From an optimization exercise on the open Yosys and OpenROAD flow, aimed at small area, a short achievable clock period and few clock cycles per item; shortcuts taken in it are not production practice. Function was checked by simulation only, so behaviour that the tests miss may differ from the original. Power is estimated from default activity; no workload was simulated.

== main ==
==> flow/design.v <==
module se_list_unit (
    input             clk,
    input             rst,
    input             start,
    input      [4:0]  cfg_m,
    output            idle,
    input             in_valid,
    output            in_ready,
    input      [31:0] in_score,
    input      [63:0] in_id,
    input             in_last,
    output            out_valid,
    input             out_ready,
    output     [31:0] out_key,
    output     [63:0] out_id,
    output            out_last,
    output            rec_valid,
    output     [4:0]  rec_count,
    output     [31:0] rec_scored,
    output     [31:0] rec_nan,
    output     [31:0] rec_dup,
    output     [31:0] rec_tail,
    output     [31:0] rec_max_key,
    output     [31:0] rec_edge_key,
    output     [31:0] rec_edge_ties
);
    localparam M = 8;
    integer i;
    reg         idle_r, in_ready_r, out_valid_r, out_last_r, rec_valid_r;
    reg         flush;       
    reg         pend;        
    reg  [3:0]  left;        
    reg         start_q;
    reg  [4:0]  cfg_q;
    reg  [M-1:0] mark;       
    reg  [M-1:0] vld;        
    reg  [3:0]  cnt;
    reg  [31:0] keys [0:M-1];
    reg  [63:0] ids  [0:M-1];
    reg  [31:0] scored, nan_cnt, dup_cnt, tail_cnt, max_key, edge_ties;
    reg         a_v, a_last, a_nan;
    reg  [31:0] a_key;
    reg  [63:0] a_id;
    wire        s_nan = (in_score[30:23] == 8'hFF) && (in_score[22:0] != 23'd0);
    wire        s_mz  = (in_score == 32'h8000_0000);
    wire [31:0] s_key = in_score[31] ? (s_mz ? 32'h8000_0000 : ~in_score)
                                     : (in_score | 32'h8000_0000);
    always @(posedge clk) begin
        a_v     <= in_valid && in_ready_r && !rst;
        a_last  <= in_last;
        a_nan   <= s_nan;
        a_key   <= s_key;
        a_id    <= in_id;
        start_q <= start && idle_r && !rst;
        cfg_q   <= cfg_m;
    end
    reg         b_v, b_last, b_nan;
    reg  [31:0] b_key;
    reg  [63:0] b_id;
    reg  [M-1:0] b_gt;       
    reg  [M-1:0] b_eq;       
    function automatic [1:0] cmp(input [31:0] ka, input [63:0] ia,
                                 input [31:0] kb, input [63:0] ib);
        reg [127:0] g, e;
        reg         ideq;
        integer l, n;
        begin
            g = {32'd0, ka & ~kb, ib & ~ia};
            e = {{32{1'b1}}, ~(ka ^ kb), ~(ib ^ ia)};
            ideq = 1'b0;
            for (l = 64; l >= 1; l = l / 2) begin
                for (n = 0; n < l; n = n + 1) begin
                    g[n] = g[2*n+1] | (e[2*n+1] & g[2*n]);
                    e[n] = e[2*n+1] & e[2*n];
                end
                if (l == 2) ideq = e[0];
            end
            cmp = {g[0], ideq};
        end
    endfunction
    reg  [M-1:0] x_gt, x_eq;
    always @* begin
        for (i = 0; i < M; i = i + 1) begin
            {x_gt[i], x_eq[i]} = cmp(a_key, a_id, keys[i], ids[i]);
        end
    end
    wire y_gt, y_eq;
    assign {y_gt, y_eq} = cmp(a_key, a_id, b_key, b_id);
    wire [M-1:0] above  = ~mark & (~vld | b_gt);   
    wire [M-1:0] id_hit = vld & b_eq;
    reg  [M-1:0] hit_ge;                           
    always @* begin
        hit_ge[M-1] = id_hit[M-1];
        for (i = M - 2; i >= 0; i = i - 1)
            hit_ge[i] = hit_ge[i+1] | id_hit[i];
    end
    wire is_dup    = |id_hit;
    wire dup_upd   = |(id_hit & b_gt);
    wire full      = vld[M-1];
    wire [M-1:0] above_p = {above[M-2:0], 1'b0};    
    wire b_ok    = b_v && !b_nan;
    wire do_new  = b_ok && !is_dup;
    wire ins_new = do_new && (!full || above[M-1]);
    wire do_ins  = ins_new || (b_ok && dup_upd);
    wire to_tail = do_new && full;
    wire grow    = do_new && !full;
    wire [M-1:0] ins_here = {M{do_ins}} & above & ~above_p;
    wire [M-1:0] shift    = {M{do_ins}} & above_p & ({M{!is_dup}} | hit_ge);
    wire readout = out_valid_r && out_ready;
    wire [M-1:0] wr = ins_here | (shift & {vld[M-2], {(M-1){1'b1}}});
    wire up_mode = out_valid_r || flush;    
    wire        low_is_c = ins_here[M-1];
    wire        low_chg  = ins_here[M-1] | shift[M-1];
    wire        fills    = grow && (vld[M-2] || mark[M-2]);
    wire        c_eq_low = (b_key == keys[M-1]);
    wire        nlow_eq  = low_is_c ? c_eq_low : (keys[M-2] == keys[M-1]);
    always @(posedge clk) begin
        b_v    <= a_v && !rst;
        b_last <= a_last;
        b_nan  <= a_nan;
        b_key  <= a_key;
        b_id   <= a_id;
        for (i = 0; i < M; i = i + 1) begin
            if (ins_here[i]) begin
                b_gt[i] <= y_gt;
                b_eq[i] <= y_eq;
            end else if (shift[i] && i > 0) begin
                b_gt[i] <= x_gt[i-1];
                b_eq[i] <= x_eq[i-1];
            end else begin
                b_gt[i] <= x_gt[i];
                b_eq[i] <= x_eq[i];
            end
        end
    end
    wire fin = b_v && b_last;
    assign idle          = idle_r;
    assign in_ready      = in_ready_r;
    assign out_valid     = out_valid_r;
    assign out_last      = out_last_r;
    assign out_key       = keys[0];
    assign out_id        = ids[0];
    assign rec_valid     = rec_valid_r;
    assign rec_count     = {1'b0, cnt};
    assign rec_scored    = scored;
    assign rec_nan       = nan_cnt;
    assign rec_dup       = dup_cnt;
    assign rec_tail      = tail_cnt;
    assign rec_max_key   = max_key;
    assign rec_edge_key  = keys[M-1];
    assign rec_edge_ties = edge_ties;
    wire [3:0]   ncnt = cnt + {3'd0, grow};
    wire [M-1:0] nvld = grow ? (vld | ({vld[M-2:0] | mark[M-2:0], 1'b1} & ~mark)) : vld;
    always @(posedge clk) begin
        if (rst) begin
            idle_r      <= 1'b1;
            in_ready_r  <= 1'b0;
            out_valid_r <= 1'b0;
            out_last_r  <= 1'b0;
            rec_valid_r <= 1'b0;
            flush       <= 1'b0;
            pend        <= 1'b0;
        end else begin
            pend <= readout && !out_last_r;
            if (start && idle_r) begin
                idle_r      <= 1'b0;
                in_ready_r  <= 1'b1;
                rec_valid_r <= 1'b0;
                out_valid_r <= 1'b0;
            end else begin
                if (in_valid && in_ready_r && in_last)
                    in_ready_r <= 1'b0;
                if (fin) begin
                    rec_valid_r <= 1'b1;
                    if (mark[0] && nvld != {M{1'b0}}) begin
                        flush <= 1'b1;
                    end else begin
                        out_valid_r <= (ncnt != 4'd0);
                        out_last_r  <= (ncnt == 4'd1);
                        idle_r      <= (ncnt == 4'd0);
                        left        <= ncnt - 4'd1;
                    end
                end else if (flush) begin
                    if (!mark[1]) begin
                        flush       <= 1'b0;
                        out_valid_r <= 1'b1;
                        out_last_r  <= (cnt == 4'd1);
                        left        <= cnt - 4'd1;
                    end
                end else if (readout) begin
                    if (out_last_r) begin
                        out_valid_r <= 1'b0;
                        idle_r      <= 1'b1;
                    end else begin
                        out_last_r  <= (left == 4'd1);
                        left        <= left - 4'd1;
                    end
                end
            end
        end
    end
    always @(posedge clk) begin
        if (start_q) begin
            vld  <= {M{1'b0}};
            cnt  <= 4'd0;
            for (i = 0; i < M; i = i + 1)
                mark[i] <= (i < M - {1'b0, cfg_q[2:0]}) && (cfg_q[2:0] != 3'd0);
        end else if (flush) begin
            vld  <= {1'b0, vld[M-1:1]};
            mark <= {1'b0, mark[M-1:1]};
        end else begin
            vld <= nvld;
            if (grow) cnt <= cnt + 4'd1;
        end
        if (readout || flush || ins_here[0]) begin
            if (up_mode) begin
                keys[0] <= pend ? keys[2] : keys[1];
                ids[0]  <= pend ? ids[2]  : ids[1];
            end else begin
                keys[0] <= b_key;
                ids[0]  <= b_id;
            end
        end
        for (i = 1; i < M; i = i + 1) begin
            if (flush || pend || wr[i]) begin
                if (up_mode) begin
                    keys[i] <= (i < M - 1) ? keys[(i + 1) % M] : keys[i];
                    ids[i]  <= (i < M - 1) ? ids[(i + 1) % M]  : ids[i];
                end else if (ins_here[i]) begin
                    keys[i] <= b_key;
                    ids[i]  <= b_id;
                end else begin
                    keys[i] <= keys[(i + M - 1) % M];
                    ids[i]  <= ids[(i + M - 1) % M];
                end
            end
        end
        if (start_q)
            keys[M-1] <= 32'd0;
    end
    always @(posedge clk) begin
        if (start_q) begin
            scored    <= 32'd0;
            nan_cnt   <= 32'd0;
            dup_cnt   <= 32'd0;
            tail_cnt  <= 32'd0;
            max_key   <= 32'd0;
            edge_ties <= 32'd0;
        end else begin
            if (b_v && b_nan && nan_cnt != 32'hFFFF_FFFF)
                nan_cnt <= nan_cnt + 32'd1;
            if (b_ok && is_dup)
                dup_cnt <= dup_cnt + 32'd1;
            if (do_new) begin
                scored <= scored + 32'd1;
                if (b_key > max_key)
                    max_key <= b_key;
            end
            if (to_tail)
                tail_cnt <= tail_cnt + 32'd1;
            if (fills || (full && do_ins && low_chg && !nlow_eq)) begin
                edge_ties <= 32'd0;
            end else if (to_tail && (low_chg || c_eq_low)) begin
                edge_ties <= edge_ties + 32'd1;
            end
        end
    end
endmodule
Settings: LEC_CHECK=0, CAP_MARGIN=20, CORE_MARGIN=2, CORE_UTILIZATION=45, CTS_CLUSTER_DIAMETER=100, CTS_CLUSTER_SIZE=20, GPL_ROUTABILITY_DRIVEN=1, PLACE_DENSITY=0.55, SLEW_MARGIN=20; clock period 18.0 ns.
standard.sh (not shown) runs the stock make flow with config.mk's settings and CLKGATE_MAP_FILE= SYNTH_SCRIPT=/design/flow/synth_recipe.tcl, a recipe that flattens the netlist after the stock synthesis.
==> flow/flow/run.sh <==
#!/bin/bash
# Standard layout with two changes: port buffers are plain buffers instead of
# delay cells, and repair_timing aims for a setup margin so that the achieved
# period shrinks.
set -euo pipefail
bash standard.sh SETUP_SLACK_MARGIN=13.0 "BUFFER_PORTS_ARGS=-buffer_cell sky130_fd_sc_hd__buf_2"  finish > standard.log 2>&1
main went all the way through synthesis, placement and routing and the layout is clean on timing, DRC and antenna.
Testbench counts of main, summed over its fixed seeds: cycles 49,615, offers 47,503.
Input-level comparison between the feature branch and main:
--- a/flow/design.v
+++ b/flow/design.v
@@ -37,7 +37,7 @@
     reg  [3:0]  cnt;
     reg  [31:0] keys [0:M-1];
     reg  [63:0] ids  [0:M-1];
-    reg  [31:0] scored, nan_cnt, dup_cnt, tail_cnt, max_key, edge_ties;
+    reg  [31:0] scored, nan_cnt, dup_cnt, tail_cnt, max_key, edge_key, edge_ties;
     reg         a_v, a_last, a_nan;
     reg  [31:0] a_key;
     reg  [63:0] a_id;
@@ -107,11 +107,11 @@
     wire [M-1:0] ins_here = {M{do_ins}} & above & ~above_p;
     wire [M-1:0] shift    = {M{do_ins}} & above_p & ({M{!is_dup}} | hit_ge);
     wire readout = out_valid_r && out_ready;
-    wire [M-1:0] wr = ins_here | (shift & {vld[M-2], {(M-1){1'b1}}});
     wire up_mode = out_valid_r || flush;    
     wire        low_is_c = ins_here[M-1];
     wire        low_chg  = ins_here[M-1] | shift[M-1];
     wire        fills    = grow && (vld[M-2] || mark[M-2]);
+    wire [31:0] nlow     = low_is_c ? b_key : keys[M-2];
     wire        c_eq_low = (b_key == keys[M-1]);
     wire        nlow_eq  = low_is_c ? c_eq_low : (keys[M-2] == keys[M-1]);
     always @(posedge clk) begin
@@ -147,7 +147,7 @@
     assign rec_dup       = dup_cnt;
     assign rec_tail      = tail_cnt;
     assign rec_max_key   = max_key;
-    assign rec_edge_key  = keys[M-1];
+    assign rec_edge_key  = edge_key;
     assign rec_edge_ties = edge_ties;
     wire [3:0]   ncnt = cnt + {3'd0, grow};
     wire [M-1:0] nvld = grow ? (vld | ({vld[M-2:0] | mark[M-2:0], 1'b1} & ~mark)) : vld;
@@ -222,7 +222,7 @@
             end
         end
         for (i = 1; i < M; i = i + 1) begin
-            if (flush || pend || wr[i]) begin
+            if (flush || pend || ins_here[i] || shift[i]) begin
                 if (up_mode) begin
                     keys[i] <= (i < M - 1) ? keys[(i + 1) % M] : keys[i];
                     ids[i]  <= (i < M - 1) ? ids[(i + 1) % M]  : ids[i];
@@ -235,8 +235,6 @@
                 end
             end
         end
-        if (start_q)
-            keys[M-1] <= 32'd0;
     end
     always @(posedge clk) begin
         if (start_q) begin
@@ -245,6 +243,7 @@
             dup_cnt   <= 32'd0;
             tail_cnt  <= 32'd0;
             max_key   <= 32'd0;
+            edge_key  <= 32'd0;
             edge_ties <= 32'd0;
         end else begin
             if (b_v && b_nan && nan_cnt != 32'hFFFF_FFFF)
@@ -259,6 +258,7 @@
             if (to_tail)
                 tail_cnt <= tail_cnt + 32'd1;
             if (fills || (full && do_ins && low_chg && !nlow_eq)) begin
+                edge_key  <= nlow;
                 edge_ties <= 32'd0;
             end else if (to_tail && (low_chg || c_eq_low)) begin
                 edge_ties <= edge_ties + 32'd1;
Findings:
The feature branch: all stages complete, timing, DRC and antenna checks passed
Diff main -> the feature branch | met2 track demand over resource in global routing | decrease of 0.52 points
Compared with main, in the feature branch count of vias placed by the detailed router rose 2.0%; summed negative setup slack over all endpoints was more or less identical.
Compare main and the feature branch | wire length higher: the feature branch
| total number of placement rows | higher: the feature branch |
main → the feature branch: worst slew margin relative to its limit shows a reduction of 7.4 points, sequential element share of the synthesized area moved up, design area now sits higher, switching power as a share of total power shrank by 0.51 points.
[compare] base=main new=the feature branch: simple-gate portion of the synthesized area now larger, total routing resource utilization after global routing comparable, final net count now larger.
The first-iteration DRC count number comes out higher for the feature branch vs main.
Between main and the feature branch, the total length of routed met3 wires is lower for the feature branch.
Top routing layer in use = met4: main; top routing layer in use = met5: the feature branch
Testbench counts of the feature branch, summed over its fixed seeds: cycles 49,615, offers 47,503.

## afterwards: timing with drivers on the ports
In the flow no input, the clock included, has a driving cell. The finished layouts below were timed again as built, in two steps.
Step 1 sets driving cells, clkbuf_16 on the clock port and buf_2 on the other inputs (assumed; they add their load-dependent delay and slew).
Step 2 adds t to the input delays and takes it off the output delays; t is the mean of the earliest and latest rising clock arrival at the registers after step 1. Input paths then give back, and output paths get back, about the clock's delay inside the block.
Slacks: no drivers / after step 1 / after step 2; pairs: no drivers / after step 1.
run	t, ns	setup slack, ns	worst hold slack (ns)
main	0.786	12.899 / 12.814 / 12.382	0.337 / 0.337 / 0.337
the feature branch	0.788	12.948 / 12.863 / 12.462	0.336 / 0.336 / 0.336
After both steps setup and hold are still met in every run listed. For main, which loses most, drivers alone change the setup slack by -0.085 ns; drivers and shift together by -0.517 ns.
